This is an optimization exercise on Yosys and OpenROAD, whose aim is small area, a short achievable clock period and few clock cycles, not a production implementation. Function was checked by simulation only, so behaviour that the tests miss may differ from the original.

==> flow/design.v <==
module aes_sbox (input wire [7:0] x, output wire [7:0] y);
    wire T1, T2, T3, T4, T5, T7, T9, T11, T12, T13, T16, T18, T19, T21, T22, T27, F0, F1, F2, F3, F4, F5, F6, F7, F8, F9, F10, F11, F12, F13, F14, F15, F16, F17, F18, F19, F20, X0, X1, X2, X3, X4, X5, X6, X7, X8, X9, X10, X11, X12, X13, X14, X15, X16, X17, X18, X19, X20, X21, X22, X23, X24, X25, X26, X27, X28, Pa0, Pa1, Pa2, Po3, M20_l, M20_r, M20, Pa4, Pa5, Pa6, Po7, M21_l, M21_r, M21, Po8, Pa9, Pa10, Pa11, M22_l, M22_r, M22, Pa12, Po13, Pa14, Pa15, M23_l, M23_r, M23, Q0, Q1, Q2, Q3, R0_0, R0_1, Q4, Q5, Q6, Q7, R1_0, R1_1, Q8, Q9, Q10, Q11, R2_0, R2_1, Q12, Q13, Q14, Q15, R3_0, R3_1, Q16, Q17, Q18, Q19, R4_0, R4_1, Q20, Q21, Q22, Q23, R5_0, R5_1, Q24, Q25, Q26, Q27, R6_0, R6_1, Q28, Q29, Q30, Q31, R7_0, R7_1;
    wire E0, E1, E2, E3;
    wire U0 = x[7], U1 = x[6], U2 = x[5], U3 = x[4], U4 = x[3], U5 = x[2], U6 = x[1], U7 = x[0];
    cm_xor2 g_T1 (.a(U0), .b(U3), .y(T1));
    cm_xor2 g_T2 (.a(U0), .b(U5), .y(T2));
    cm_xor2 g_T3 (.a(U0), .b(U6), .y(T3));
    cm_xor2 g_T4 (.a(U3), .b(U5), .y(T4));
    cm_xor2 g_T5 (.a(U4), .b(U6), .y(T5));
    cm_xor2 g_T7 (.a(U1), .b(U2), .y(T7));
    cm_xor2 g_T9 (.a(U7), .b(T7), .y(T9));
    cm_xor2 g_T11 (.a(U1), .b(U5), .y(T11));
    cm_xor2 g_T12 (.a(U2), .b(U5), .y(T12));
    cm_xor2 g_T13 (.a(T3), .b(T4), .y(T13));
    cm_xor2 g_T16 (.a(T5), .b(T12), .y(T16));
    cm_xor2 g_T18 (.a(U3), .b(U7), .y(T18));
    cm_xor2 g_T19 (.a(T7), .b(T18), .y(T19));
    cm_xor2 g_T21 (.a(U6), .b(U7), .y(T21));
    cm_xor2 g_T22 (.a(T7), .b(T21), .y(T22));
    cm_xor2 g_T27 (.a(T1), .b(T12), .y(T27));
    cm_xor2 g_F0 (.a(U0), .b(U4), .y(F0));
    cm_xor2 g_F1 (.a(U1), .b(U4), .y(F1));
    cm_xor2 g_F2 (.a(U3), .b(F0), .y(F2));
    cm_xor2 g_F3 (.a(U3), .b(U4), .y(F3));
    cm_xor2 g_F4 (.a(T7), .b(F3), .y(F4));
    cm_xor2 g_F5 (.a(U0), .b(T4), .y(F5));
    cm_xor2 g_F6 (.a(F1), .b(T3), .y(F6));
    cm_xor2 g_F7 (.a(U2), .b(T5), .y(F7));
    cm_xor2 g_F8 (.a(T4), .b(U6), .y(F8));
    cm_xor2 g_F9 (.a(U2), .b(U3), .y(F9));
    cm_xor2 g_F10 (.a(U5), .b(U6), .y(F10));
    cm_xor2 g_F11 (.a(F9), .b(F10), .y(F11));
    cm_xor2 g_F12 (.a(F0), .b(U7), .y(F12));
    cm_xor2 g_F13 (.a(U0), .b(U1), .y(F13));
    cm_xor2 g_F14 (.a(U4), .b(U7), .y(F14));
    cm_xor2 g_F15 (.a(F13), .b(F14), .y(F15));
    cm_xor2 g_F16 (.a(T7), .b(F14), .y(F16));
    cm_xor2 g_F17 (.a(U5), .b(T18), .y(F17));
    cm_xor2 g_F18 (.a(U5), .b(F14), .y(F18));
    cm_xor2 g_F19 (.a(U1), .b(T21), .y(F19));
    cm_xor2 g_F20 (.a(T11), .b(T21), .y(F20));
    cm_xor2 g_X0 (.a(F1), .b(F2), .y(X0));
    cm_xor2 g_X1 (.a(T27), .b(F1), .y(X1));
    cm_xor2 g_X2 (.a(U7), .b(T13), .y(X2));
    cm_xor2 g_X3 (.a(F19), .b(F10), .y(X3));
    cm_xor2 g_X4 (.a(F19), .b(F11), .y(X4));
    cm_xor2 g_X5 (.a(T18), .b(T22), .y(X5));
    cm_xor2 g_X6 (.a(X5), .b(X1), .y(X6));
    cm_xor2 g_X7 (.a(X0), .b(T27), .y(X7));
    cm_xor2 g_X8 (.a(F6), .b(U7), .y(X8));
    cm_xor2 g_X9 (.a(T2), .b(T16), .y(X9));
    cm_xor2 g_X10 (.a(U2), .b(F20), .y(X10));
    cm_xor2 g_X11 (.a(T18), .b(X8), .y(X11));
    cm_xor2 g_X12 (.a(X0), .b(U0), .y(X12));
    cm_xor2 g_X13 (.a(T7), .b(F0), .y(X13));
    cm_xor2 g_X14 (.a(T27), .b(X12), .y(X14));
    cm_xor2 g_X15 (.a(T5), .b(F17), .y(X15));
    cm_xor2 g_X16 (.a(X3), .b(X9), .y(X16));
    cm_xor2 g_X17 (.a(T27), .b(F14), .y(X17));
    cm_xor2 g_X18 (.a(F11), .b(F1), .y(X18));
    cm_xor2 g_X19 (.a(X13), .b(F8), .y(X19));
    cm_xor2 g_X20 (.a(X2), .b(T2), .y(X20));
    cm_xor2 g_X21 (.a(F13), .b(T7), .y(X21));
    cm_xor2 g_X22 (.a(F19), .b(X7), .y(X22));
    cm_xor2 g_X23 (.a(U7), .b(X1), .y(X23));
    cm_xor2 g_X24 (.a(F7), .b(T19), .y(X24));
    cm_xor2 g_X25 (.a(X22), .b(X1), .y(X25));
    cm_xor2 g_X26 (.a(X3), .b(X15), .y(X26));
    cm_xor2 g_X27 (.a(F13), .b(T18), .y(X27));
    cm_xor2 g_X28 (.a(T21), .b(X18), .y(X28));
    cm_nand2 g_Pa0 (.a(T13), .b(F16), .y(Pa0));
    cm_nand2 g_Pa1 (.a(F4), .b(T4), .y(Pa1));
    cm_nand2 g_Pa2 (.a(U2), .b(F18), .y(Pa2));
    cm_nor2 g_Po3 (.a(F12), .b(F19), .y(Po3));
    cm_xor2 g_M20_l (.a(Pa0), .b(Pa1), .y(M20_l));
    cm_xor2 g_M20_r (.a(Pa2), .b(Po3), .y(M20_r));
    cm_xor2 g_M20 (.a(M20_l), .b(M20_r), .y(M20));
    cm_nand2 g_Pa4 (.a(F0), .b(T5), .y(Pa4));
    cm_nand2 g_Pa5 (.a(T1), .b(F11), .y(Pa5));
    cm_nand2 g_Pa6 (.a(U5), .b(U7), .y(Pa6));
    cm_nor2 g_Po7 (.a(T9), .b(F17), .y(Po7));
    cm_xor2 g_M21_l (.a(Pa4), .b(Pa5), .y(M21_l));
    cm_xor2 g_M21_r (.a(Pa6), .b(Po7), .y(M21_r));
    cm_xor2 g_M21 (.a(M21_l), .b(M21_r), .y(M21));
    cm_nor2 g_Po8 (.a(U6), .b(F15), .y(Po8));
    cm_nand2 g_Pa9 (.a(T1), .b(F1), .y(Pa9));
    cm_nand2 g_Pa10 (.a(F5), .b(F7), .y(Pa10));
    cm_nand2 g_Pa11 (.a(F2), .b(T4), .y(Pa11));
    cm_xor2 g_M22_l (.a(Po8), .b(Pa9), .y(M22_l));
    cm_xor2 g_M22_r (.a(Pa10), .b(Pa11), .y(M22_r));
    cm_xor2 g_M22 (.a(M22_l), .b(M22_r), .y(M22));
    cm_nand2 g_Pa12 (.a(T2), .b(F20), .y(Pa12));
    cm_nor2 g_Po13 (.a(F7), .b(T9), .y(Po13));
    cm_nand2 g_Pa14 (.a(T7), .b(U6), .y(Pa14));
    cm_nand2 g_Pa15 (.a(F6), .b(F8), .y(Pa15));
    cm_xor2 g_M23_l (.a(Pa12), .b(Po13), .y(M23_l));
    cm_xor2 g_M23_r (.a(Pa14), .b(Pa15), .y(M23_r));
    cm_xor2 g_M23 (.a(M23_l), .b(M23_r), .y(M23));
    cm_nand2 g_Q0 (.a(E0), .b(X12), .y(Q0));
    cm_nand2 g_Q1 (.a(E1), .b(X16), .y(Q1));
    cm_nand2 g_Q2 (.a(E2), .b(X13), .y(Q2));
    cm_nand2 g_Q3 (.a(E3), .b(X27), .y(Q3));
    cm_xor2 g_R0_0 (.a(Q0), .b(Q1), .y(R0_0));
    cm_xor2 g_R0_1 (.a(Q2), .b(Q3), .y(R0_1));
    cm_xor2 g_y7 (.a(R0_0), .b(R0_1), .y(y[7]));
    cm_nand2 g_Q4 (.a(E0), .b(X18), .y(Q4));
    cm_nand2 g_Q5 (.a(E1), .b(X21), .y(Q5));
    cm_nand2 g_Q6 (.a(E2), .b(X5), .y(Q6));
    cm_nand2 g_Q7 (.a(E3), .b(X0), .y(Q7));
    cm_xor2 g_R1_0 (.a(Q4), .b(Q5), .y(R1_0));
    cm_xor2 g_R1_1 (.a(Q6), .b(Q7), .y(R1_1));
    cm_xnor2 g_y6 (.a(R1_0), .b(R1_1), .y(y[6]));
    cm_nand2 g_Q8 (.a(E0), .b(X17), .y(Q8));
    cm_nand2 g_Q9 (.a(E1), .b(X1), .y(Q9));
    cm_nand2 g_Q10 (.a(E2), .b(X3), .y(Q10));
    cm_nand2 g_Q11 (.a(E3), .b(X14), .y(Q11));
    cm_xor2 g_R2_0 (.a(Q8), .b(Q9), .y(R2_0));
    cm_xor2 g_R2_1 (.a(Q10), .b(Q11), .y(R2_1));
    cm_xnor2 g_y5 (.a(R2_0), .b(R2_1), .y(y[5]));
    cm_nand2 g_Q12 (.a(E0), .b(X9), .y(Q12));
    cm_nand2 g_Q13 (.a(E1), .b(X24), .y(Q13));
    cm_nand2 g_Q14 (.a(E2), .b(F0), .y(Q14));
    cm_nand2 g_Q15 (.a(E3), .b(X7), .y(Q15));
    cm_xor2 g_R3_0 (.a(Q12), .b(Q13), .y(R3_0));
    cm_xor2 g_R3_1 (.a(Q14), .b(Q15), .y(R3_1));
    cm_xor2 g_y4 (.a(R3_0), .b(R3_1), .y(y[4]));
    cm_nand2 g_Q16 (.a(E0), .b(X8), .y(Q16));
    cm_nand2 g_Q17 (.a(E1), .b(X4), .y(Q17));
    cm_nand2 g_Q18 (.a(E2), .b(X20), .y(Q18));
    cm_nand2 g_Q19 (.a(E3), .b(X19), .y(Q19));
    cm_xor2 g_R4_0 (.a(Q16), .b(Q17), .y(R4_0));
    cm_xor2 g_R4_1 (.a(Q18), .b(Q19), .y(R4_1));
    cm_xor2 g_y3 (.a(R4_0), .b(R4_1), .y(y[3]));
    cm_nand2 g_Q20 (.a(E0), .b(X28), .y(Q20));
    cm_nand2 g_Q21 (.a(E1), .b(X2), .y(Q21));
    cm_nand2 g_Q22 (.a(E2), .b(X11), .y(Q22));
    cm_nand2 g_Q23 (.a(E3), .b(X22), .y(Q23));
    cm_xor2 g_R5_0 (.a(Q20), .b(Q21), .y(R5_0));
    cm_xor2 g_R5_1 (.a(Q22), .b(Q23), .y(R5_1));
    cm_xor2 g_y2 (.a(R5_0), .b(R5_1), .y(y[2]));
    cm_nand2 g_Q24 (.a(E0), .b(X23), .y(Q24));
    cm_nand2 g_Q25 (.a(E1), .b(X11), .y(Q25));
    cm_nand2 g_Q26 (.a(E2), .b(F9), .y(Q26));
    cm_nand2 g_Q27 (.a(E3), .b(X26), .y(Q27));
    cm_xor2 g_R6_0 (.a(Q24), .b(Q25), .y(R6_0));
    cm_xor2 g_R6_1 (.a(Q26), .b(Q27), .y(R6_1));
    cm_xnor2 g_y1 (.a(R6_0), .b(R6_1), .y(y[1]));
    cm_nand2 g_Q28 (.a(E0), .b(X10), .y(Q28));
    cm_nand2 g_Q29 (.a(E1), .b(X25), .y(Q29));
    cm_nand2 g_Q30 (.a(E2), .b(X15), .y(Q30));
    cm_nand2 g_Q31 (.a(E3), .b(X6), .y(Q31));
    cm_xor2 g_R7_0 (.a(Q28), .b(Q29), .y(R7_0));
    cm_xor2 g_R7_1 (.a(Q30), .b(Q31), .y(R7_1));
    cm_xnor2 g_y0 (.a(R7_0), .b(R7_1), .y(y[0]));
    aes_gf16_inv u_inv (.d({M20, M21, M22, M23}), .e({E0, E1, E2, E3}));
endmodule
module aes_gf16_inv (input wire [3:0] d, output wire [3:0] e);
    wire M20 = d[3], M21 = d[2], M22 = d[1], M23 = d[0];
    wire M24 = M22 ^ M23;
    wire M25 = M22 & M20;
    wire M26 = M21 ^ M25;
    wire M27 = M20 ^ M21;
    wire M28 = M23 ^ M25;
    wire M29 = M28 & M27;
    wire M30 = M26 & M24;
    wire M31 = M20 & M23;
    wire M32 = M27 & M31;
    wire M33 = M27 ^ M25;
    wire M34 = M21 & M22;
    wire M35 = M24 & M34;
    wire M36 = M24 ^ M25;
    wire M37 = M21 ^ M29;
    wire M38 = M32 ^ M33;
    wire M39 = M23 ^ M30;
    wire M40 = M35 ^ M36;
    assign e = {M37, M38, M39, M40};
endmodule
module cm_xor2 (input wire a, input wire b, output wire y);
    assign y = a ^ b;
endmodule
module cm_xnor2 (input wire a, input wire b, output wire y);
    assign y = ~(a ^ b);
endmodule
module cm_nand2 (input wire a, input wire b, output wire y);
    assign y = ~(a & b);
endmodule
module cm_nor2 (input wire a, input wire b, output wire y);
    assign y = ~(a | b);
endmodule
module cm_mux2i (input wire a, input wire b, input wire s, output wire y);
    assign y = ~(s ? b : a);
endmodule
module aes_round (
    input  wire [127:0] state_in,
    input  wire [127:0] round_key,
    output wire [127:0] shifted,      
    output wire [127:0] mixed_n       
);
    wire [127:0] sub;
    genvar i, j, b;
    generate
        for (i = 0; i < 16; i = i + 1) begin : g_sub
            aes_sbox u_sbox (.x(state_in[127 - 8*i -: 8]), .y(sub[127 - 8*i -: 8]));
        end
        for (i = 0; i < 16; i = i + 1) begin : g_shift
            assign shifted[127 - 8*i -: 8] = sub[127 - 8*(((i / 4 + i % 4) % 4) * 4 + i % 4) -: 8];
        end
        for (i = 0; i < 4; i = i + 1) begin : g_mix
            wire [7:0] a [0:3];
            wire [7:0] p [0:3];
            wire [7:0] x [0:3];
            wire [7:0] q [0:3];
            wire [7:0] k [0:3];
            for (j = 0; j < 4; j = j + 1) begin : g_byte
                assign a[j] = shifted[127 - 32*i - 8*j -: 8];
            end
            for (j = 0; j < 4; j = j + 1) begin : g_col
                for (b = 0; b < 8; b = b + 1) begin : g_bit
                    cm_xor2 u_p (.a(a[j][b]), .b(a[(j + 1) % 4][b]), .y(p[j][b]));
                end
                assign x[j][7] = p[j][6];
                assign x[j][6] = p[j][5];
                assign x[j][5] = p[j][4];
                cm_xor2 u_x4 (.a(p[j][3]), .b(p[j][7]), .y(x[j][4]));
                cm_xor2 u_x3 (.a(p[j][2]), .b(p[j][7]), .y(x[j][3]));
                assign x[j][2] = p[j][1];
                cm_xor2 u_x1 (.a(p[j][0]), .b(p[j][7]), .y(x[j][1]));
                assign x[j][0] = p[j][7];
            end
            for (j = 0; j < 4; j = j + 1) begin : g_out
                for (b = 0; b < 8; b = b + 1) begin : g_bit
                    cm_xor2  u_k (.a(a[(j + 1) % 4][b]), .b(round_key[127 - 32*i - 8*j - (7 - b)]), .y(k[j][b]));
                    cm_xor2  u_q (.a(k[j][b]), .b(p[(j + 2) % 4][b]), .y(q[j][b]));
                    cm_xnor2 u_o (.a(q[j][b]), .b(x[j][b]), .y(mixed_n[127 - 32*i - 8*j - (7 - b)]));
                end
            end
        end
    endgenerate
endmodule
module aes_key_step (
    input  wire [127:0] key_in,
    input  wire [7:0]   rcon,
    output wire [127:0] key_out
);
    wire [31:0] w0 = key_in[127:96];
    wire [31:0] w1 = key_in[95:64];
    wire [31:0] w2 = key_in[63:32];
    wire [31:0] w3 = key_in[31:0];
    wire [31:0] sw;
    aes_sbox u_s0 (.x(w3[23:16]), .y(sw[31:24]));
    aes_sbox u_s1 (.x(w3[15:8]),  .y(sw[23:16]));
    aes_sbox u_s2 (.x(w3[7:0]),   .y(sw[15:8]));
    aes_sbox u_s3 (.x(w3[31:24]), .y(sw[7:0]));
    wire [31:0] w0r = w0 ^ {rcon, 24'd0};
    wire [31:0] c12, c123, n0, n1, n2, n3;
    genvar i;
    generate
        for (i = 0; i < 32; i = i + 1) begin : g_x
            cm_xor2 u_c12  (.a(w1[i]),   .b(w2[i]), .y(c12[i]));
            cm_xor2 u_c123 (.a(c12[i]),  .b(w3[i]), .y(c123[i]));
            cm_xor2 u_n0   (.a(w0r[i]),  .b(sw[i]), .y(n0[i]));
            cm_xor2 u_n1   (.a(n0[i]),   .b(w1[i]), .y(n1[i]));
            cm_xor2 u_n2   (.a(n0[i]),   .b(c12[i]), .y(n2[i]));
            cm_xor2 u_n3   (.a(n0[i]),   .b(c123[i]), .y(n3[i]));
        end
    endgenerate
    assign key_out = {n0, n1, n2, n3};
endmodule
module dsl_cmac (
    input  wire         clk,
    input  wire         rst_n,         
    input  wire         key_load,
    input  wire [127:0] key,
    input  wire         in_valid,
    output wire         in_ready,
    input  wire [31:0]  in_data,
    input  wire         in_last,
    input  wire [1:0]   in_nbytes,     
    output reg          tag_valid,
    output wire [127:0] tag
);
    reg  [127:0] key_r;         
    reg          kz;            
    reg  [127:0] k1;            
    reg  [127:0] aes_st;        
    reg  [127:0] rk;            
    reg  [3:0]   rnd;           
    reg          kmode;         
    reg          waitx;         
    reg          cur_last;      
    reg  [127:0] buf_w;
    reg  [1:0]   bcnt;          
    reg          bfull;         
    reg          bpad;          
    reg          bpad80;        
    reg          blast;         
    reg          bwhole;        
    reg          bkey;          
    reg          c_mix;         
    reg          c_shift;       
    reg          c_hold;        
    reg          c_rk;          
    reg          c_buf;         
    reg          c_ks_key;      
    reg          c_ks_rk;       
    reg          c_kfin;        
    reg          c_kl;          
    reg  [7:0]   rcon;          
    assign in_ready = !bfull && !bpad;
    assign tag      = aes_st;
    wire take = in_valid && in_ready;
    wire [127:0] shifted, mixed_n;
    aes_round u_rd (.state_in(aes_st), .round_key(rk), .shifted(shifted), .mixed_n(mixed_n));
    wire [127:0] k2 = {k1[126:0], 1'b0} ^ (k1[127] ? 128'h87 : 128'h0);
    wire [127:0] bufop = buf_w ^ (blast ? (bwhole ? k1 : k2) : 128'h0);
    wire [127:0] opb = (c_rk ? rk : 128'h0) ^ (c_buf ? bufop : 128'h0);
    wire [127:0] oth = (c_shift ? shifted : 128'h0) | (c_hold ? aes_st : 128'h0);
    wire [127:0] oth_n, st_next;
    genvar gi;
    generate
        for (gi = 0; gi < 128; gi = gi + 1) begin : g_st
            cm_xnor2 u_x (.a(oth[gi]), .b(opb[gi]), .y(oth_n[gi]));
            cm_mux2i u_a (.a(oth_n[gi]), .b(mixed_n[gi]), .s(c_mix), .y(st_next[gi]));
        end
    endgenerate
    wire [127:0] rk_next;
    wire [127:0] ks_in = (c_ks_key ? key_r : 128'h0) | (c_ks_rk ? rk : 128'h0);
    aes_key_step u_ks (.key_in(ks_in), .rcon(rcon), .key_out(rk_next));
    wire [127:0] l_dbl = {aes_st[126:0], 1'b0} ^ (aes_st[127] ? 128'h87 : 128'h0);
    wire fin     = c_shift;     
    wire running = c_rk;        
    wire load    = c_buf;       
    wire restart = key_load || !rst_n;    
    reg  [3:0] n_rnd;
    reg        n_kz, n_kmode, n_waitx, n_cur_last;
    reg  [1:0] n_bcnt;
    reg        n_bfull, n_bpad, n_bpad80, n_blast, n_bwhole, n_bkey;
    always @* begin
        n_kz    = key_load ? 1'b0 : kz;
        n_kmode = load ? bkey : (fin ? 1'b0 : kmode);
        n_rnd   = load ? 4'd1 : ((fin || !running) ? 4'd0 : rnd + 4'd1);
        n_cur_last = load ? blast : cur_last;
        n_waitx = (fin && !cur_last && !kmode && !bfull) ? 1'b1 : (load ? 1'b0 : waitx);
        n_bcnt   = bcnt;
        n_bfull  = bfull;
        n_bpad   = bpad;
        n_bpad80 = bpad80;
        n_blast  = blast;
        n_bwhole = bwhole;
        n_bkey   = bkey;
        if (load) begin
            n_bfull = 1'b0;
            n_blast = 1'b0;
            n_bkey  = 1'b0;
        end else if (take || bpad) begin
            n_bcnt = bcnt + 2'd1;
            if (bcnt == 2'd3) begin
                n_bfull = 1'b1;
                n_bpad  = 1'b0;
            end else if (take && in_last) begin
                n_bpad = 1'b1;
            end
            n_bpad80 = take && in_last && (in_nbytes == 2'd3);
            if (take && in_last) begin
                n_blast  = 1'b1;
                n_bwhole = (bcnt == 2'd3) && (in_nbytes == 2'd3);
            end
        end
        if (restart) begin
            n_rnd = 4'd0;  n_kmode = 1'b0;  n_waitx = 1'b0;  n_cur_last = 1'b0;
            n_bcnt = 2'd0; n_bfull = 1'b0;  n_bpad = 1'b1;   n_bpad80 = 1'b0;
            n_blast = 1'b0; n_bkey = 1'b1;
        end
        if (!rst_n)
            n_kz = 1'b1;
    end
    wire n_fin     = (n_rnd == 4'd10);
    wire n_running = (n_rnd != 4'd0);
    wire n_ld_idle = !n_running && n_bfull && !c_kfin;
    wire n_ld_fin  = n_fin && !n_cur_last && !n_kmode && n_bfull;
    wire n_load    = n_ld_idle || n_ld_fin;
    reg  [7:0] n_rcon;
    always @* begin
        case (n_load ? 4'd1 : n_rnd + 4'd1)
            4'd1:  n_rcon = 8'h01;
            4'd2:  n_rcon = 8'h02;
            4'd3:  n_rcon = 8'h04;
            4'd4:  n_rcon = 8'h08;
            4'd5:  n_rcon = 8'h10;
            4'd6:  n_rcon = 8'h20;
            4'd7:  n_rcon = 8'h40;
            4'd8:  n_rcon = 8'h80;
            4'd9:  n_rcon = 8'h1b;
            4'd10: n_rcon = 8'h36;
            default: n_rcon = 8'h00;
        endcase
    end
    reg [31:0] wpad;            
    always @* begin
        wpad = in_data;
        if (bpad)
            wpad = {bpad80, 31'd0};
        else if (in_last) begin
            case (in_nbytes)
                2'd0: wpad = {in_data[31:24], 8'h80, 16'h0};
                2'd1: wpad = {in_data[31:16], 8'h80, 8'h0};
                2'd2: wpad = {in_data[31:8],  8'h80};
                default: wpad = in_data;
            endcase
        end
    end
    reg [31:0] kword;
    always @* begin
        case (bcnt)
            2'd0: kword = key_r[127:96];
            2'd1: kword = key_r[95:64];
            2'd2: kword = key_r[63:32];
            default: kword = key_r[31:0];
        endcase
        if (kz)
            kword = 32'd0;
    end
    always @(posedge clk) begin
        if (take || bpad)
            buf_w <= {buf_w[95:0], wpad ^ kword};
        aes_st <= st_next;
        rk     <= rk_next;
        if (c_kl)
            k1 <= l_dbl;
    end
    always @(posedge clk) begin
        rnd      <= n_rnd;
        kz       <= n_kz;
        kmode    <= n_kmode;
        waitx    <= n_waitx;
        cur_last <= n_cur_last;
        bcnt     <= n_bcnt;
        bfull    <= n_bfull;
        bpad     <= n_bpad;
        bpad80   <= n_bpad80;
        blast    <= n_blast;
        bwhole   <= n_bwhole;
        bkey     <= n_bkey;
        c_mix    <= n_running && !n_fin;
        c_shift  <= n_fin;
        c_hold   <= n_waitx && !n_running;
        c_rk     <= n_running;
        c_buf    <= n_load;
        c_ks_key <= n_load && !n_kz;
        c_ks_rk  <= !n_load;
        c_kfin   <= n_fin && n_kmode;
        c_kl     <= c_kfin && !restart;
        rcon     <= n_rcon;
        if (key_load)
            key_r <= key;
        if (!rst_n)
            tag_valid <= 1'b0;
        else
            tag_valid <= fin && cur_last && !kmode;
    end
endmodule
==> flow/flow/run.sh <==
#!/bin/bash
set -eu -o pipefail
SETUP_MARGIN=${SETUP_MARGIN:-5.6}
bash standard.sh synth > synth.log 2>&1
bash standard.sh "BUFFER_PORTS_ARGS=-buffer_cell sky130_fd_sc_hd__buf_1" \
  "SETUP_SLACK_MARGIN=$SETUP_MARGIN" finish > layout.log 2>&1
==> flow/standard.sh <==
#!/bin/bash
# synth_recipe.tcl (not shown) runs the flow's synth.tcl, then flattens the netlist and writes it again
# the make line also repeats each setting of config.mk as NAME=value (left out here)
make -C /OpenROAD-flow-scripts/flow DESIGN_CONFIG=/design/flow/config.mk WORK_HOME=/design/flow/orfs CLKGATE_MAP_FILE= SYNTH_SCRIPT=/design/flow/synth_recipe.tcl "${@:-finish}"
==> flow/config.mk <==
export PLATFORM = sky130hd
export DESIGN_NAME = dsl_cmac
export DESIGN_NICKNAME = dsl_cmac
export VERILOG_FILES = /design/flow/design.v
export SDC_FILE = /design/flow/constraint.sdc
export NUM_CORES = 8
export LEC_CHECK = 0
export CAP_MARGIN = 20
export CORE_MARGIN = 2
export CORE_UTILIZATION = 45
export CTS_BUF_LIST = sky130_fd_sc_hd__clkbuf_8 sky130_fd_sc_hd__clkbuf_16
export CTS_CLUSTER_DIAMETER = 100
export CTS_CLUSTER_SIZE = 20
export PLACE_DENSITY = 0.6
export SETUP_SLACK_MARGIN = 5.0
export SLEW_MARGIN = 20
export SYNTH_HIERARCHICAL = 1
export SYNTH_MINIMUM_KEEP_SIZE = 0
export TNS_END_PERCENT = 50
==> flow/constraint.sdc <==
create_clock -name core_clock -period 10.0 [get_ports {clk}]
set_input_delay 2.0000 -clock core_clock [delete_from_list [all_inputs] [get_ports {clk}]]
set_output_delay 2.0000 -clock core_clock [all_outputs]
set_load 0.01 [all_outputs]
==> reports/metrics.cfg, run 1 <==
[clocking]
cts.clk_slew.worst_paths_ns=0.09
clock_path_buffers=3
clock-root-buffer=clkbuf_16
cts_sinks=674
htree_levels=2
cts_buffers=43
cts_tree=yes
ctsHoldBuffers=0
clk-insertion-delay-late_ns=0.66

[worst_setup_path]
crit_type=reg2reg
cp_max_fo=10
endpoint_kind=flip-flop
required_ns=10.50
cp-start-kind=flip-flop
timing.critical_path.arrival_ns=4.88

[timing]
max_freq_ghz=0.228
max_slew_margin_pct=23.4
min_period_over_period_pct=43.9
drv_slew=0
tightest_slew_ns=1.15
layout_setup_ws_ns=5.61
final.setup.tns_ns=0
rsz0062_at_grt=true
final_hold_viol_count=0
period_minus_slack_ns=4.39
fin_worst_skew_ns=0.0453
setup_violations=0

[detailed_routing]
wl_per_cell_um=24.8
wirelength_mm=216
drt-pass1-iter-count=6
initialDrtViolationCount=4420
num_vias=47087
postRouteAntennaNets=0
viasPerCell=5.42
drc=0

[synthesis]
synth-main-ff-cell=edfxtp_1
avgSynthCellArea_sq_um=9.21
synth_xor_area_share_pct=46.3
ys_ff_latch=674
synthArstFlopShare_pct=0
yosys.area_share.adder_pct=0.244
yosysSeqAreaShare_pct=28.2
yosysMostFrequentCell=xor2_1
synth_nets=6852
yosys_warnings=8
ys_top_cells_by_count=2872 x xor2_1, 1175 x nand2_1, 385 x edfxtp_1
postSynthCellCount=6673
synth_mux_area_share_pct=4.15
synth_top_family_by_area=XOR/XNOR gates
yosys.area_share.simple_pct=11.1
synthTopCellsByArea=xor2_1 41%, edfxtp_1 19%, dfxtp_1 9.4%
yosysTopAreaCellShare_pct=40.9
synth_cell_types=44
netlist_area_sq_um=61500
synth_edf_count=385
synth_compound_area_share_pct=6.13
yosysTopAreaCell=xor2_1

[die]
die_w_um=374
rows=135
initial_utilization_pct=45.4
coreArea_sq_um=135000
dieHeight_um=374
dieArea_sq_um=140000
ios=297

[finish]
final-seq-area_sq_um=17700
final_net_count=7057
multi_input_comb_area_sq_um=46900
syn_to_final_growth_pct=16.2
layout-drive-gt1-share_pct=14.2
fill_cells=12266

[global_routing]
antenna_found_initial=5
grt_pass1_wl_mm=308
grt_max_degree=100
grt_usage_pct=29.5
first_global_vias=45277
grt-ovfl-total=0

[placement]
gp_congestion=0.988
dp_hpwl_mm=165
portBuffers=296
pre_cts_slack_ns=4.32

[run_status]
outcome=finished clean

[flow_run]
cap_violations=0

[worst_hold_path]
hp-class=reg2reg

## sequential cells by signal, indices dropped and copies added (netlist names), 2 cells and up
signal and cells:
aes_st 128, bcnt 2, buf_w 128, k1 128, key_r 128, rcon 8, rk 128, rnd 4
## per-module statistics from Yosys (local to each module, per instance), excerpt
module | cell area (sq um) | flops+latches
dsl_cmac | 28000 | 674
cm_xor2 | 8.76 | 0
aes_gf16_inv | 149 | 0
cm_mux2i | 10.0 | 0
cm_xnor2 | 8.76 | 0
cm_nand2 | 3.75 | 0
cm_nor2 | 3.75 | 0
aes_key_step | 70.1 | 0
## logic make-up (layout without fill, tap and decap cells)
group	after synthesis	count (layout)
adder cells (fa/ha/maj)	12	12
AND/OR/NAND/NOR	1662	1662
XOR/XNOR	3249	3251
multiplexers	255	255
AO/OA/AOI/OAI	447	447
buffers and inverters	374	609
other	0	4
flip-flops	674	674
## metal layers
metal,part of all wire (%),global-route usage [%]
met5,0,0
met4,5.4,14.3
met3,6.9,3.97
met2,46,48.0
met1,41,38.4
## path summary, 6_finish.rpt
path / from / end / slack [ns] / depth (start not counted)
hold / removal: bkey$_SDFFE_PP1P_ / bkey$_SDFFE_PP1P_ / 0.46 / 1
setup / recovery: aes_st[63]$_DFF_P_ / aes_st[45]$_DFF_P_ / 5.61 / 14
setup reg to reg: aes_st[63]$_DFF_P_ / aes_st[45]$_DFF_P_ / 5.61 / 14
hold reg to reg: bkey$_SDFFE_PP1P_ / bkey$_SDFFE_PP1P_ / 0.46 / 1
## area by class of cell
cell class / count / area share, %
flip-flops and latches: 674 / 24.8
well taps: 1781 / 3.12
repair buffers: 520 / 4.45
clock inverters: 31 / 0.256
inverters: 12 / 0.0718
clock buffers: 46 / 1.61
diodes: 4 / 0.0140
multi-input cells: 5627 / 65.7
## what timing repair did
| item | CTS | global route |
|---|---|---|
| pin swaps | 20 | 78 |
| setup endpoints to repair | 258 | 258 |
| endpoints found under the hold margin | 0 | 0 |
| resized for setup | 542 | 360 |
| buffers inserted | 49 | 101 |
| gates cloned | 0 | 3 |
## worst max-delay path, cell delays in order (launching register included)
cell     delay, ns
dfxtp_2       0.57
xor2_2        0.36
xor2_1        0.32
nand2_1       0.12
xor2_1        0.26
xor2_2        0.30
nor4b_1       0.28
a211o_1       0.35
nand2_1       0.12
xor2_1        0.19
xnor2_2       0.51
xor2_1        0.33
xor2_1        0.21
xnor2_1       0.18
mux2i_1       0.11
## stage by stage
stage | util, % | hold WS (ns) | instance area [sq um] | std cells
after floorplan | - | 0.430 | 61500 | 6673
after global placement | 46.6 | 0.442 | 63100 | 8461
after detailed placement | 46.6 | 0.446 | 63100 | 8461
after CTS | 50.4 | 0.465 | 68200 | 8587
after global routing | 52.7 | 0.483 | 71400 | 8691
final | 52.7 | 0.465 | 71400 | 8695
## layout by cell type, fill, tap and decap left out, types with 47 or more instances in the layout
cell | netlist | final
xor2_1 | 2872 | 2451
nand2_1 | 1175 | 1175
edfxtp_1 | 385 | 385
xor2_2 | 0 | 325
xnor2_1 | 377 | 320
buf_1 | 28 | 295
nor2_1 | 288 | 288
mux2i_1 | 255 | 255
a22o_1 | 256 | 225
buf_4 | 205 | 194
dfxtp_1 | 289 | 169
xor2_4 | 0 | 98
dfxtp_4 | 0 | 92
nor2b_1 | 85 | 85
xnor2_2 | 0 | 51
clkbuf_16 | 0 | 47
Testbench counts, summed over its fixed seeds: cycles 77,502.
==> inputs of run 2 (changes only) <==
--- a/flow/config.mk
+++ b/flow/config.mk
@@ -7,11 +7,11 @@
 export LEC_CHECK = 0
 export CAP_MARGIN = 20
 export CORE_MARGIN = 2
-export CORE_UTILIZATION = 45
+export CORE_UTILIZATION = 40
 export CTS_BUF_LIST = sky130_fd_sc_hd__clkbuf_8 sky130_fd_sc_hd__clkbuf_16
 export CTS_CLUSTER_DIAMETER = 100
 export CTS_CLUSTER_SIZE = 20
-export PLACE_DENSITY = 0.6
+export PLACE_DENSITY = 0.5
 export SETUP_SLACK_MARGIN = 5.0
 export SLEW_MARGIN = 20
 export SYNTH_HIERARCHICAL = 1
==> reports/metrics.cfg, run 2 <==
[global_routing]
grt_usage_pct=28.0  ; was 29.5%
first_global_vias=45851  ; was 45277
grt_pass1_wl_mm=324  ; was 308 mm
antenna_found_initial=8  ; was 5
grt_max_degree=129  ; was 100
grt-ovfl-total=0  ; unchanged

[timing]
rsz0062_at_grt=true  ; unchanged
tightest_slew_ns=1.03  ; was 1.15 ns
final_hold_viol_count=0  ; unchanged
max_freq_ghz=0.231  ; was 0.228 GHz
period_minus_slack_ns=4.34  ; was 4.39 ns
max_slew_margin_pct=31.1  ; was 23.4%
drv_slew=0  ; unchanged
fin_worst_skew_ns=0.0425  ; was 0.0453 ns
setup_violations=0  ; unchanged
final.setup.tns_ns=0  ; unchanged
min_period_over_period_pct=43.4  ; was 43.9%
layout_setup_ws_ns=5.66  ; was 5.61 ns

[finish]
layout-drive-gt1-share_pct=15.5  ; was 14.2%
syn_to_final_growth_pct=18.9  ; was 16.2%
final_cells=9001  ; was 8695
final_net_count=7112  ; was 7057
layout_common_cells=2416 x xor2_1, 1175 x nand2_1, 385 x edfxtp_1  ; was 2451 x xor2_1, 1175 x nand2_1, 385 x edfxtp_1
fill_cells=14452  ; was 12266
layout_commonest_cell=xor2_1  ; unchanged

[worst_setup_path]
reg2reg_depth=14  ; unchanged
path_common_cell=xor2_1  ; unchanged
cp-start-kind=flip-flop  ; unchanged
endpoint_kind=flip-flop  ; unchanged
worst_r2r_endpoint=aes_st[78]$_DFF_P_  ; was aes_st[45]$_DFF_P_
ff2ff_setup_slack_ns=5.66  ; was 5.61 ns
slowest_stage=xnor2_2  ; was dfxtp_2
critical_path.cell_chain=xor2_2 -> xor2_1 -> nand2_1 -> xor2_1 -> xor2_2 -> nor4b_1 -> a211o_2 -> nand2_1 -> xor2_1 -> xnor2_2 -> xor2_1 -> xor2_1 -> xnor2_1 -> mux2i_1  ; was xor2_2 -> xor2_1 -> nand2_1 -> xor2_1 -> xor2_2 -> nor4b_1 -> a211o_1 -> nand2_1 -> xor2_1 -> xnor2_2 -> xor2_1 -> xor2_1 -> xnor2_1 -> mux2i_1
rr_startpoint=aes_st[55]$_DFF_P_  ; was aes_st[63]$_DFF_P_
crit_type=reg2reg  ; unchanged
required_ns=10.51  ; was 10.50 ns
cp_max_fo=10  ; unchanged
timing.critical_path.arrival_ns=4.84  ; was 4.88 ns
max_stage_delay_ns=0.55  ; was 0.57 ns

[clocking]
cts_sinks=674  ; unchanged
clock_path_buffers=3  ; unchanged
cts.clk_slew.worst_paths_ns=0.09  ; about the same
htree_levels=2  ; unchanged
cts_buffers=44  ; was 43
cts_tree=yes  ; unchanged
ctsHoldBuffers=0  ; unchanged
clock-root-buffer=clkbuf_16  ; unchanged
clk-insertion-delay-late_ns=0.67  ; was 0.66 ns

[run_status]
outcome=finished clean  ; unchanged

[synthesis]
yosys_warnings=8  ; unchanged
synth_cell_types=44  ; unchanged
synth_edf_count=385  ; unchanged
ys_top_cells_by_count=2872 x xor2_1, 1175 x nand2_1, 385 x edfxtp_1  ; unchanged
synth_mux_area_share_pct=4.15  ; unchanged
yosysSeqAreaShare_pct=28.2  ; unchanged
synthTopCellsByArea=xor2_1 41%, edfxtp_1 19%, dfxtp_1 9.4%  ; unchanged
netlist_area_sq_um=61500  ; unchanged
yosysMostFrequentCell=xor2_1  ; unchanged
postSynthCellCount=6673  ; unchanged
yosys.area_share.simple_pct=11.1  ; unchanged
avgSynthCellArea_sq_um=9.21  ; unchanged
synth_top_family_by_area=XOR/XNOR gates  ; unchanged
synth_compound_area_share_pct=6.13  ; unchanged
synthArstFlopShare_pct=0  ; unchanged
yosys.area_share.adder_pct=0.244  ; unchanged
yosysTopAreaCellShare_pct=40.9  ; unchanged
synth_nets=6852  ; unchanged
synth-main-ff-cell=edfxtp_1  ; unchanged
synth_xor_area_share_pct=46.3  ; unchanged
ys_ff_latch=674  ; unchanged
yosysTopAreaCell=xor2_1  ; unchanged

[detailed_routing]
postRouteAntennaNets=0  ; unchanged
num_vias=47080  ; was 47087
viasPerCell=5.23  ; was 5.42
initialDrtViolationCount=4248  ; was 4420
wl_per_cell_um=25.4  ; was 24.8 um
wirelength_mm=229  ; was 216 mm
drc=0  ; unchanged
drt-pass1-iter-count=8  ; was 6

[die]
dieArea_sq_um=157000  ; was 140000 sq um
rows=143  ; was 135
ios=297  ; unchanged
coreArea_sq_um=152000  ; was 135000 sq um
initial_utilization_pct=40.4  ; was 45.4%
die_w_um=396  ; was 374 um
dieHeight_um=396  ; was 374 um

[placement]
gp_congestion=0.949  ; was 0.988
portBuffers=296  ; unchanged
placed_cells=8705  ; was 8461
dp_hpwl_mm=175  ; was 165 mm
pre_cts_slack_ns=3.95  ; was 4.32 ns

[worst_hold_path]
hold_end=bkey$_SDFFE_PP1P_  ; unchanged
holdPathStages=1  ; unchanged
hp-class=reg2reg  ; unchanged
hp-start=bkey$_SDFFE_PP1P_  ; unchanged

[flow_run]
cap_violations=0  ; unchanged

-- run 2: cell counts after synthesis --
No cell type changed its count.
-- run 2: cell type report --
cell class                      count  area (sq um)  area share, %
Antenna cell                        3          7.51         0.0103
Clock buffer                       47          1160           1.59
Clock inverter                     34           218          0.298
Inverter                           12          51.3         0.0702
Multi-Input combinational cell   5630         47500           65.0
Sequential cell                   674         17800           24.3
Tap cell                         2030          2540           3.47
Timing Repair Buffer              571          3810           5.21
-- run 2: how the worst max path moves through the flow --
stage	start	to	slack, ns	cells after the start
final	aes_st[55]$_DFF_P_	aes_st[78]$_DFF_P_	5.66	14
after detailed placement	c_ks_key$_DFF_P_	rk[62]$_DFF_P_	3.95	14
after global routing	aes_st[8]$_DFF_P_	aes_st[91]$_DFF_P_	5.50	15
after global placement	c_ks_key$_DFF_P_	rk[30]$_DFF_P_	4.05	14
after CTS	c_ks_rk$_DFF_P_	rk[21]$_DFF_P_	5.49	14
after floorplan	in_valid	buf_w[0]$_DFFE_PN_	5.56	2
-- run 2: modules after synthesis, one instance, submodules excluded, excerpt --
| module | flip-flops and latches | cells inside | area [sq um] |
|---|---|---|---|
| dsl_cmac | 674 | 2277 | 28000 |
| aes_gf16_inv | 0 | 19 | 149 |
| aes_key_step | 0 | 8 | 70.1 |
| cm_mux2i | 0 | 1 | 10.0 |
| cm_xnor2 | 0 | 1 | 8.76 |
| cm_xor2 | 0 | 1 | 8.76 |
| cm_nand2 | 0 | 1 | 3.75 |
| cm_nor2 | 0 | 1 | 3.75 |
-- run 2: kinds of logic after synthesis --
kind of cell / count (synthesis)
XOR/XNOR: 3249
flip-flops: 674
AO/OA/AOI/OAI: 447
multiplexers: 255
adder cells (fa/ha/maj): 12
AND/OR/NAND/NOR: 1662
buffers and inverters: 374
-- run 2: critical path: cells and delay by family, from the launching register on --
kind            cells  cell delay [ns]
compound gates      1             0.27
xor+xnor            9             2.75
flops               1             0.50
mux                 1             0.13
simple gates        3             0.53
-- run 2: routing by layer --
| layer | track usage, % | share of wire [%] | vias to the layer above |
|---|---|---|---|
| met2 | 46.1 | 47 | 1556 |
| met3 | 2.70 | 5.7 | 308 |
| met5 | 0 | 0.0057 | - |
| met1 | 38.0 | 43 | 23523 |
| li1 | - | - | 21691 |
| met4 | 10.6 | 4.2 | 2 |
-- run 2: per-stage QoR --
step / util [%] / cell area [sq um] / hold WS [ns]
after floorplan: - / 61500 / 0.430
after global placement: 41.6 / 63400 / 0.440
after detailed placement: 41.6 / 63400 / 0.451
after CTS: 45.6 / 69500 / 0.470
after global routing: 48.0 / 73100 / 0.494
final: 48.0 / 73100 / 0.464
-- run 2: repair_timing --
item,CTS,global route
gates cloned,1,6
setup buffers,63,142
pin swaps,40,85
hold endpoints to repair,0,0
gates resized for setup,627,372
endpoints found under the setup margin,258,258
==> inputs of run 3 (changes only) <==
==> flow/flow/run.sh (replaced) <==
#!/bin/bash
set -eu -o pipefail
SETUP_MARGIN=${SETUP_MARGIN:-5.7}
bash standard.sh synth > synth.log 2>&1
bash standard.sh "BUFFER_PORTS_ARGS=-buffer_cell sky130_fd_sc_hd__buf_1" \
  "SETUP_SLACK_MARGIN=$SETUP_MARGIN" finish > layout.log 2>&1
--- a/flow/config.mk
+++ b/flow/config.mk
@@ -11,7 +11,7 @@
 export CTS_BUF_LIST = sky130_fd_sc_hd__clkbuf_8 sky130_fd_sc_hd__clkbuf_16
 export CTS_CLUSTER_DIAMETER = 100
 export CTS_CLUSTER_SIZE = 20
-export PLACE_DENSITY = 0.5
+export PLACE_DENSITY = 0.55
 export SETUP_SLACK_MARGIN = 5.0
 export SLEW_MARGIN = 20
 export SYNTH_HIERARCHICAL = 1
==> reports/metrics.cfg, run 3 <==
[run_status]
outcome=finished clean  ; unchanged

[die]
initial_utilization_pct=40.4  ; unchanged
coreArea_sq_um=152000  ; unchanged
dieHeight_um=396  ; unchanged
dieArea_sq_um=157000  ; unchanged
rows=143  ; unchanged
die_w_um=396  ; unchanged
ios=297  ; unchanged

[flow_run]
cap_violations=0  ; unchanged

[synthesis]
ys_top_cells_by_count=2872 x xor2_1, 1175 x nand2_1, 385 x edfxtp_1  ; unchanged
synth-main-ff-cell=edfxtp_1  ; unchanged
postSynthCellCount=6673  ; unchanged
yosysTopAreaCell=xor2_1  ; unchanged
synthArstFlopShare_pct=0  ; unchanged
yosysMostFrequentCell=xor2_1  ; unchanged
synth_cell_types=44  ; unchanged
synthTopCellsByArea=xor2_1 41%, edfxtp_1 19%, dfxtp_1 9.4%  ; unchanged
yosysSeqAreaShare_pct=28.2  ; unchanged
ys_ff_latch=674  ; unchanged
yosys_warnings=8  ; unchanged
netlist_area_sq_um=61500  ; unchanged
avgSynthCellArea_sq_um=9.21  ; unchanged
synth_edf_count=385  ; unchanged
yosysTopAreaCellShare_pct=40.9  ; unchanged
synth_nets=6852  ; unchanged

[clocking]
cts_tree=yes  ; unchanged
clock_path_buffers=3  ; unchanged
ctsHoldBuffers=0  ; unchanged
cts_sinks=674  ; unchanged
clk-insertion-delay-late_ns=0.66  ; was 0.67 ns
cts.clk_slew.worst_paths_ns=0.09  ; about the same
clock-root-buffer=clkbuf_16  ; unchanged
cts_buffers=44  ; unchanged
htree_levels=2  ; unchanged

[global_routing]
grt_usage_pct=27.1  ; was 28.0%
first_global_vias=45784  ; was 45851
grt-ovfl-total=0  ; unchanged
antenna_found_initial=5  ; was 8
grt_max_degree=126  ; was 129
grt_pass1_wl_mm=316  ; was 324 mm

[timing]
fin_worst_skew_ns=0.0404  ; was 0.0425 ns
setup_violations=0  ; unchanged
period_minus_slack_ns=4.27  ; was 4.34 ns
max_freq_ghz=0.234  ; was 0.231 GHz
max_slew_margin_pct=22.0  ; was 31.1%
drv_slew=0  ; unchanged
rsz0062_at_grt=true  ; unchanged
min_period_over_period_pct=42.7  ; was 43.4%
final.setup.tns_ns=0  ; unchanged
tightest_slew_ns=1.17  ; was 1.03 ns
final_hold_viol_count=0  ; unchanged

[finish]
layout_common_cells=2371 x xor2_1, 1175 x nand2_1, 385 x edfxtp_1  ; was 2416 x xor2_1, 1175 x nand2_1, 385 x edfxtp_1
layout_commonest_cell=xor2_1  ; unchanged
final_cells=9109  ; was 9001
final_net_count=7222  ; was 7112
syn_to_final_growth_pct=21.3  ; was 18.9%
postLayoutCoreUtil_pct=49.0  ; was 48.0%
layout-drive-gt1-share_pct=17.6  ; was 15.5%

[detailed_routing]
wirelength_mm=223  ; was 229 mm
drt-pass1-iter-count=8  ; unchanged
wl_per_cell_um=24.5  ; was 25.4 um
viasPerCell=5.24  ; was 5.23
postRouteAntennaNets=0  ; unchanged
initialDrtViolationCount=4325  ; was 4248
drc=0  ; unchanged
num_vias=47727  ; was 47080

[placement]
portBuffers=296  ; unchanged
gp_congestion=0.963  ; was 0.949
dp_hpwl_mm=170  ; was 175 mm
placed_cells=8717  ; was 8705

[worst_setup_path]
max_stage_delay_ns=0.55  ; about the same
cp-start-kind=flip-flop  ; unchanged
required_ns=10.57  ; was 10.51 ns
ff2ff_setup_slack_ns=5.73  ; was 5.66 ns
crit_type=reg2reg  ; unchanged
slowest_stage=dfxtp_1  ; was xnor2_2
critical_path.cell_chain=a22o_2 -> xor2_1 -> xor2_1 -> nor2_1 -> xor2_1 -> xor2_2 -> nor2b_1 -> o32a_1 -> nand2_1 -> xor2_1 -> xnor2_1 -> xor2_2 -> xor2_1  ; was xor2_2 -> xor2_1 -> nand2_1 -> xor2_1 -> xor2_2 -> nor4b_1 -> a211o_2 -> nand2_1 -> xor2_1 -> xnor2_2 -> xor2_1 -> xor2_1 -> xnor2_1 -> mux2i_1
timing.critical_path.arrival_ns=4.84  ; about the same
path_common_cell=xor2_1  ; unchanged
endpoint_kind=flip-flop  ; unchanged
cp_max_fo=10  ; unchanged

[worst_hold_path]
hp-class=reg2reg  ; unchanged

==> run 3: cell counts after synthesis <==
Identical to the previous run, type by type.
==> run 3: logic make-up after synthesis <==
kind of cell | share of synthesized area (%)
DFF | 28.2
xor gates and xnor gates | 46.3
muxes | 4.15
buffers and inverters | 3.81
adders and majority gates | 0.244
AOI/OAI and AO/OA | 6.13
and+or+nand+nor | 11.1
==> run 3: layout make-up <==
cell class	instances	area, sq um
diodes	1	2.50
clock buffers	49	1200
clock inverters	32	200
fillers	14163	77700
inverters	12	51.3
multi-input cells	5630	48200
flip-flops and latches	674	17800
well taps	2030	2540
repair buffers	681	4580
==> run 3: worst paths after layout <==
path                 startpoint  cells after the start               end
max reg2reg       rk[0]$_DFF_P_                     13     rk[8]$_DFF_P_
max               rk[0]$_DFF_P_                     13     rk[8]$_DFF_P_
min          aes_st[72]$_DFF_P_                      0  k1[73]$_DFFE_PP_
min reg2reg  aes_st[72]$_DFF_P_                      0  k1[73]$_DFFE_PP_
==> run 3: worst max-delay path, delay by kind of cell, from the launching register on <==
| family | cells | cell delay (ns) |
|---|---|---|
| xor+xnor | 8 | 2.27 |
| simple gates | 3 | 0.40 |
| compound gates | 2 | 0.96 |
| flops | 1 | 0.55 |
==> run 3: through the flow <==
stage / hold WS [ns] / setup WS [ns] / instance area (sq um)
floorplan: 0.430 / 5.56 / 61500
global placement: 0.412 / 4.22 / 63500
detailed placement: 0.414 / 4.15 / 63500
CTS: 0.436 / 5.46 / 69900
global route: 0.464 / 5.58 / 74600
finish: 0.461 / 5.73 / 74600
==> run 3: per-module statistics from Yosys (local to each module, per instance), a selection <==
module	cell area [sq um]	copies in the design	cells inside
dsl_cmac	28000	1	2277
aes_gf16_inv	149	20	19
cm_xor2	8.76	2584	1
cm_nor2	3.75	80	1
aes_key_step	70.1	1	8
cm_nand2	3.75	880	1
cm_mux2i	10.0	128	1
cm_xnor2	8.76	336	1
==> run 3: timing repair <==
action / 4_1_cts / 5_1_grt
endpoints found under the setup margin: 258 / 258
cloned: 0 / 7
buffers inserted: 96 / 207
resized for setup: 657 / 432
pin swaps: 59 / 131
==> run 3: routing by layer <==
metal | vias up | wire length (um) | track usage, % | share of wire [%]
li1 | 21885 | - | - | -
met1 | 23722 | 93000 | 36.3 | 42
met2 | 1734 | 104000 | 44.1 | 47
met3 | 386 | 14100 | 2.81 | 6.3
met4 | 0 | 11800 | 12.4 | 5.3
met5 | - | 0 | 0 | 0
==> inputs of run 4 (changes only) <==
==> flow/flow/run.sh (replaced) <==
#!/bin/bash
set -eu -o pipefail
SETUP_MARGIN=${SETUP_MARGIN:-5.6}
bash standard.sh synth > synth.log 2>&1
bash standard.sh "BUFFER_PORTS_ARGS=-buffer_cell sky130_fd_sc_hd__buf_1" \
  "SETUP_SLACK_MARGIN=$SETUP_MARGIN" finish > layout.log 2>&1
--- a/flow/config.mk
+++ b/flow/config.mk
@@ -10,7 +10,7 @@
 export CORE_UTILIZATION = 40
 export CTS_BUF_LIST = sky130_fd_sc_hd__clkbuf_8 sky130_fd_sc_hd__clkbuf_16
 export CTS_CLUSTER_DIAMETER = 100
-export CTS_CLUSTER_SIZE = 20
+export CTS_CLUSTER_SIZE = 25
 export PLACE_DENSITY = 0.55
 export SETUP_SLACK_MARGIN = 5.0
 export SLEW_MARGIN = 20
==> reports/metrics.cfg, run 4 <==
[global_routing]
grt_usage_pct=27.0  ; was 27.1%
grt_pass1_wl_mm=314  ; was 316 mm
grt_max_degree=126  ; unchanged
first_global_vias=45344  ; was 45784
antenna_found_initial=7  ; was 5
grt-ovfl-total=0  ; unchanged

[timing]
period_minus_slack_ns=4.35  ; was 4.27 ns
setup_violations=0  ; unchanged
final_hold_viol_count=0  ; unchanged
fin_worst_skew_ns=0.0591  ; was 0.0404 ns
rsz0062_at_grt=true  ; unchanged
tightest_slew_ns=1.22  ; was 1.17 ns
final.setup.tns_ns=0  ; unchanged
max_freq_ghz=0.230  ; was 0.234 GHz
max_slew_margin_pct=18.9  ; was 22.0%
drv_slew=0  ; unchanged
layout_setup_ws_ns=5.65  ; was 5.73 ns
min_period_over_period_pct=43.5  ; was 42.7%

[placement]
dp_hpwl_mm=170  ; unchanged
portBuffers=296  ; unchanged
pre_cts_slack_ns=4.15  ; unchanged
gp_congestion=0.963  ; unchanged

[worst_setup_path]
endpoint_kind=flip-flop  ; unchanged
crit_type=reg2reg  ; unchanged
timing.critical_path.arrival_ns=4.84  ; about the same
max_stage_delay_ns=0.59  ; was 0.55 ns
slowest_stage=xnor2_2  ; was dfxtp_1
required_ns=10.49  ; was 10.57 ns
critical_path.cell_chain=xor2_2 -> xor2_1 -> nor2_1 -> xor2_1 -> xor2_2 -> buf_4 -> nor4b_1 -> a211o_1 -> nand2_1 -> xor2_1 -> xnor2_2 -> xor2_1 -> xnor2_1 -> mux2i_1  ; was a22o_2 -> xor2_1 -> xor2_1 -> nor2_1 -> xor2_1 -> xor2_2 -> nor2b_1 -> o32a_1 -> nand2_1 -> xor2_1 -> xnor2_1 -> xor2_2 -> xor2_1
cp_max_fo=12  ; was 10
cp-start-kind=flip-flop  ; unchanged
path_common_cell=xor2_1  ; unchanged

[die]
dieHeight_um=396  ; unchanged
coreArea_sq_um=152000  ; unchanged
ios=297  ; unchanged
rows=143  ; unchanged
dieArea_sq_um=157000  ; unchanged
initial_utilization_pct=40.4  ; unchanged
die_w_um=396  ; unchanged

[detailed_routing]
viasPerCell=5.25  ; was 5.24
initialDrtViolationCount=4444  ; was 4325
met3_length_mm=13.5  ; was 14.1 mm
met1_length_mm=93.0  ; about the same
drt-pass1-iter-count=7  ; was 8
postRouteAntennaNets=0  ; unchanged
maxUsedRoutingLayer=met5  ; was met4
wirelength_mm=221  ; was 223 mm
num_vias=47132  ; was 47727
drc=0  ; unchanged
wl_per_cell_um=24.6  ; was 24.5 um
wl_met2_mm=103  ; was 104 mm

[synthesis]
synthArstFlopShare_pct=0  ; unchanged
ys_top_cells_by_count=2872 x xor2_1, 1175 x nand2_1, 385 x edfxtp_1  ; unchanged
synthTopCellsByArea=xor2_1 41%, edfxtp_1 19%, dfxtp_1 9.4%  ; unchanged
ys_ff_latch=674  ; unchanged
yosysTopAreaCell=xor2_1  ; unchanged
netlist_area_sq_um=61500  ; unchanged
postSynthCellCount=6673  ; unchanged
synth_cell_types=44  ; unchanged
synth_nets=6852  ; unchanged
yosysMostFrequentCell=xor2_1  ; unchanged
yosysSeqAreaShare_pct=28.2  ; unchanged
avgSynthCellArea_sq_um=9.21  ; unchanged
yosys_warnings=8  ; unchanged
synth_edf_count=385  ; unchanged
synth-main-ff-cell=edfxtp_1  ; unchanged
yosysTopAreaCellShare_pct=40.9  ; unchanged

[finish]
layout_commonest_cell=xor2_1  ; unchanged
syn_to_final_growth_pct=17.5  ; was 21.3%
layout_common_cells=2444 x xor2_1, 1175 x nand2_1, 385 x edfxtp_1  ; was 2371 x xor2_1, 1175 x nand2_1, 385 x edfxtp_1
layout-drive-gt1-share_pct=14.8  ; was 17.6%
final_net_count=7089  ; was 7222
fill_cells=14430  ; was 14163

[clocking]
clock_path_buffers=3  ; unchanged
clock-root-buffer=clkbuf_16  ; unchanged
cts.clk_slew.worst_paths_ns=0.10  ; was 0.09 ns
ctsHoldBuffers=0  ; unchanged
clk-insertion-delay-late_ns=0.67  ; was 0.66 ns
cts_sinks=674  ; unchanged
cts_buffers=40  ; was 44
cts_tree=yes  ; unchanged
htree_levels=2  ; unchanged

[flow_run]
cap_violations=0  ; unchanged

[worst_hold_path]
hp-class=reg2reg  ; unchanged

[run_status]
outcome=finished clean  ; unchanged

run 4: layer usage:
metal	global-route usage, %	up-vias
met5	0	-
met4	12.1	2
met3	2.54	363
met2	44.1	1709
met1	36.2	23420
li1	-	21638
run 4: worst paths after layout:
kind                                    startpoint                 end  slack, ns  cells past startpoint
worst min register to register  aes_st[78]$_DFF_P_    k1[79]$_DFFE_PP_       0.45                      0
worst min-delay path            aes_st[78]$_DFF_P_    k1[79]$_DFFE_PP_       0.45                      0
worst max register to register   aes_st[8]$_DFF_P_  aes_st[78]$_DFF_P_       5.65                     14
worst max-delay path             aes_st[8]$_DFF_P_  aes_st[78]$_DFF_P_       5.65                     14
run 4: critical path, delay by kind of cell (launching register included):
family / cells / cell delay [ns]
XOR/XNOR: 8 / 2.53
multiplexers: 1 / 0.13
flip-flops: 1 / 0.52
buffers and inverters: 1 / 0.17
AO/OA/AOI/OAI: 1 / 0.32
AND/OR/NAND/NOR: 3 / 0.47
run 4: per-stage QoR:
step,hold WS (ns),instance area [sq um],std cells,util [%]
2_1_floorplan,0.430,61500,6673,-
3_3_place_gp,0.412,63500,8717,41.7
3_5_place_dp,0.414,63500,8717,41.7
4_1_cts,0.438,69100,8862,45.4
5_1_grt,0.459,72200,8971,47.4
6_report,0.445,72200,8972,47.4
run 4: Yosys stat by module, one instance, submodules excluded, excerpt:
module        flops+latches  times used
dsl_cmac                674           1
aes_gf16_inv              0          20
aes_key_step              0           1
cm_mux2i                  0         128
cm_xnor2                  0         336
cm_xor2                   0        2584
cm_nand2                  0         880
cm_nor2                   0          80
run 4: final cells by class:
type,instances,area (sq um),share of cell area [%]
inverter,12,51.3,0.0710
sequential,674,17700,24.6
clock inverter,32,314,0.435
timing repair buffer,554,3510,4.86
tap,2030,2540,3.52
multi-input combinational,5628,47000,65.1
antenna,1,2.50,0.00347
clock buffer,41,1030,1.42
run 4: cells by family after synthesis:
| logic type | count (synthesis) | share of synthesized area, % |
|---|---|---|
| simple gates | 1662 | 11.1 |
| compound gates | 447 | 6.13 |
| flops | 674 | 28.2 |
| buf+inv | 374 | 3.81 |
| xor+xnor | 3249 | 46.3 |
| fa+ha+maj | 12 | 0.244 |
| mux | 255 | 4.15 |
run 4: repair_timing:
action,4_1_cts,5_1_grt
pin swaps,48,83
hold endpoints to repair,0,0
buffers inserted,72,105
cloned,0,4
setup endpoints to repair,258,262
resized for setup,569,364
==> inputs of run 5 (changes only) <==
--- a/flow/config.mk
+++ b/flow/config.mk
@@ -10,8 +10,8 @@
 export CORE_UTILIZATION = 40
 export CTS_BUF_LIST = sky130_fd_sc_hd__clkbuf_8 sky130_fd_sc_hd__clkbuf_16
 export CTS_CLUSTER_DIAMETER = 100
-export CTS_CLUSTER_SIZE = 25
-export PLACE_DENSITY = 0.55
+export CTS_CLUSTER_SIZE = 20
+export PLACE_DENSITY = 0.6
 export SETUP_SLACK_MARGIN = 5.0
 export SLEW_MARGIN = 20
 export SYNTH_HIERARCHICAL = 1
==> reports/metrics.cfg, run 5 <==
[run_status]
outcome=finished clean  ; unchanged

[worst_setup_path]
timing.critical_path.arrival_ns=4.92  ; was 4.84 ns
max_stage_delay_ns=0.66  ; was 0.59 ns
crit_cells=13  ; was 14
reg2reg_depth=13  ; was 14
path_buf_inv=0  ; was 1
cp-start-kind=flip-flop  ; unchanged
crit_type=reg2reg  ; unchanged
required_ns=10.60  ; was 10.49 ns
critical_path.cell_chain=a22o_1 -> xor2_2 -> xor2_1 -> nand2_1 -> xor2_1 -> xor2_2 -> nor2b_1 -> o32a_2 -> nand2_1 -> xor2_1 -> xor2_1 -> xor2_2 -> xor2_1  ; was xor2_2 -> xor2_1 -> nor2_1 -> xor2_1 -> xor2_2 -> buf_4 -> nor4b_1 -> a211o_1 -> nand2_1 -> xor2_1 -> xnor2_2 -> xor2_1 -> xnor2_1 -> mux2i_1
cp_max_fo=8  ; was 12
slowest_stage=dfxtp_1  ; was xnor2_2
path_common_cell=xor2_1  ; unchanged

[timing]
rsz0062_at_grt=true  ; unchanged
final.setup.tns_ns=0  ; unchanged
max_slew_margin_pct=24.0  ; was 18.9%
period_minus_slack_ns=4.32  ; was 4.35 ns
fin_worst_skew_ns=0.0856  ; was 0.0591 ns
drv_slew=0  ; unchanged
tightest_slew_ns=1.14  ; was 1.22 ns
max_freq_ghz=0.231  ; was 0.230 GHz
min_period_over_period_pct=43.2  ; was 43.5%

[synthesis]
ys_ff_latch=674  ; unchanged
yosys_warnings=8  ; unchanged
yosysTopAreaCell=xor2_1  ; unchanged
ys_top_cells_by_count=2872 x xor2_1, 1175 x nand2_1, 385 x edfxtp_1  ; unchanged
yosysMostFrequentCell=xor2_1  ; unchanged
synth_cell_types=44  ; unchanged
avgSynthCellArea_sq_um=9.21  ; unchanged
synthTopCellsByArea=xor2_1 41%, edfxtp_1 19%, dfxtp_1 9.4%  ; unchanged
yosysSeqAreaShare_pct=28.2  ; unchanged
synth_nets=6852  ; unchanged
synthArstFlopShare_pct=0  ; unchanged
netlist_area_sq_um=61500  ; unchanged

[finish]
postLayoutCoreUtil_pct=47.4  ; about the same
layout-drive-gt1-share_pct=14.7  ; was 14.8%
syn_to_final_growth_pct=17.5  ; about the same
final_net_count=7075  ; was 7089
antenna_cells=0  ; was 1

[die]
dieHeight_um=396  ; unchanged
initial_utilization_pct=40.4  ; unchanged
ios=297  ; unchanged
dieArea_sq_um=157000  ; unchanged
rows=143  ; unchanged
die_w_um=396  ; unchanged
coreArea_sq_um=152000  ; unchanged

[placement]
dp_hpwl_mm=169  ; was 170 mm
portBuffers=296  ; unchanged
gp_congestion=0.984  ; was 0.963

[detailed_routing]
met3_length_mm=16.1  ; was 13.5 mm
wl_per_cell_um=24.4  ; was 24.6 um
num_vias=47397  ; was 47132
wirelength_mm=219  ; was 221 mm
wl_met2_mm=101  ; was 103 mm
viasPerCell=5.29  ; was 5.25
drt-pass1-iter-count=9  ; was 7

[global_routing]
grt_pass1_wl_mm=310  ; was 314 mm
grt_usage_pct=26.5  ; was 27.0%
grt_max_degree=79  ; was 126

[clocking]
cts_sinks=674  ; unchanged
clock-root-buffer=clkbuf_16  ; unchanged
ctsHoldBuffers=0  ; unchanged
cts_tree=yes  ; unchanged
cts.clk_slew.worst_paths_ns=0.09  ; was 0.10 ns
htree_levels=2  ; unchanged
cts_buffers=43  ; was 40

[worst_hold_path]
hp-class=reg2reg  ; unchanged

[flow_run]
cap_violations=0  ; unchanged

==> run 5: path summary, 6_finish.rpt <==
path	from	endpoint	slack, ns
worst max-delay path	rk[27]$_DFF_P_	rk[71]$_DFF_P_	5.68
worst min-delay path	buf_w[35]$_DFFE_PN_	buf_w[67]$_DFFE_PN_	0.47
worst max register to register	rk[27]$_DFF_P_	rk[71]$_DFF_P_	5.68
worst min register to register	buf_w[35]$_DFFE_PN_	buf_w[67]$_DFFE_PN_	0.47
==> run 5: timing repair <==
item                                   CTS  global route
buffers inserted                        57           119
pin swaps                               36            75
endpoints found under the hold margin    0             0
setup endpoints to repair              257           258
gates cloned                             1             4
gates resized for setup                590           343
==> run 5: metal layers <==
metal | vias up | GRT usage, %
met5 | - | 0
met4 | 0 | 12.4
met1 | 23444 | 35.3
met3 | 386 | 3.51
li1 | 21609 | -
met2 | 1958 | 42.6
==> run 5: worst register-to-register path: stages (launching register included) <==
cell and delay (ns):
dfxtp_1 0.66, a22o_1 0.53, xor2_2 0.34, xor2_1 0.32, nand2_1 0.11, xor2_1 0.24, xor2_2 0.34, nor2b_1 0.12
o32a_2 0.47, nand2_1 0.11, xor2_1 0.18, xor2_1 0.34, xor2_2 0.33, xor2_1 0.17
==> run 5: cells by family after synthesis <==
| family | after synthesis | share of synthesized area [%] |
|---|---|---|
| buffers and inverters | 374 | 3.81 |
| adder cells (fa/ha/maj) | 12 | 0.244 |
| XOR/XNOR | 3249 | 46.3 |
| AO/OA/AOI/OAI | 447 | 6.13 |
| multiplexers | 255 | 4.15 |
| AND/OR/NAND/NOR | 1662 | 11.1 |
| flip-flops | 674 | 28.2 |
==> run 5: Yosys stat by module (local to each module, per instance), a selection <==
| module | area [sq um] | flops+latches | copies in the design | cells |
|---|---|---|---|---|
| cm_xnor2 | 8.76 | 0 | 336 | 1 |
| cm_mux2i | 10.0 | 0 | 128 | 1 |
| cm_xor2 | 8.76 | 0 | 2584 | 1 |
| aes_gf16_inv | 149 | 0 | 20 | 19 |
| cm_nand2 | 3.75 | 0 | 880 | 1 |
| cm_nor2 | 3.75 | 0 | 80 | 1 |
| dsl_cmac | 28000 | 674 | 1 | 2277 |
| aes_key_step | 70.1 | 0 | 1 | 8 |
==> run 5: final cells by class <==
type	instances	area, sq um
Clock buffer	43	1080
Clock inverter	37	268
Fill cell	14240	80100
Inverter	12	51.3
Multi-Input combinational cell	5628	47100
Sequential cell	674	17700
Tap cell	2030	2540
Timing Repair Buffer	537	3440
==> run 5: metrics by stage <==
stage          area (sq um)  cells  hold slack [ns]  worst slack [ns]
4_1_cts               69000   8838            0.462              5.51
3_5_place_dp          63400   8700            0.447              4.18
6_report              72200   8961            0.467              5.68
2_1_floorplan         61500   6673            0.430              5.56
5_1_grt               72200   8961            0.495              5.49
3_3_place_gp          63300   8700            0.437              4.24

==> what the ideal ports hide <==
No port has a modelled driver above. Below, the same layouts with a new extraction and two added sets of constraints.
Step 1 assumes that a clkbuf_16 drives the clock port and a buf_2 every other input.
Step 2 times the ports against the registers' clock, not the clock port: input delays grow and output delays shrink by t, the midpoint of the rising clock arrivals with the driver on.
Slacks: no drivers / after step 1 / after step 2; pairs: no drivers / after step 1.
| run | shift t [ns] | setup WS [ns] | worst data-port slew with drivers (ns) |
|---|---|---|---|
| run 1 | 0.715 | 5.613 / 5.613 / 5.154 | 0.06 |
| run 2 | 0.719 | 5.665 / 5.665 / 5.196 | 0.06 |
| run 3 | 0.719 | 5.726 / 5.726 / 5.135 | 0.05 |
| run 4 | 0.722 | 5.651 / 5.651 / 5.215 | 0.05 |
| run 5 | 0.747 | 5.676 / 5.676 / 5.072 | 0.06 |
After both steps setup and hold are still met in every run listed. For run 5, which loses most, drivers alone change the setup slack by 0.000 ns; drivers and shift together by -0.604 ns.
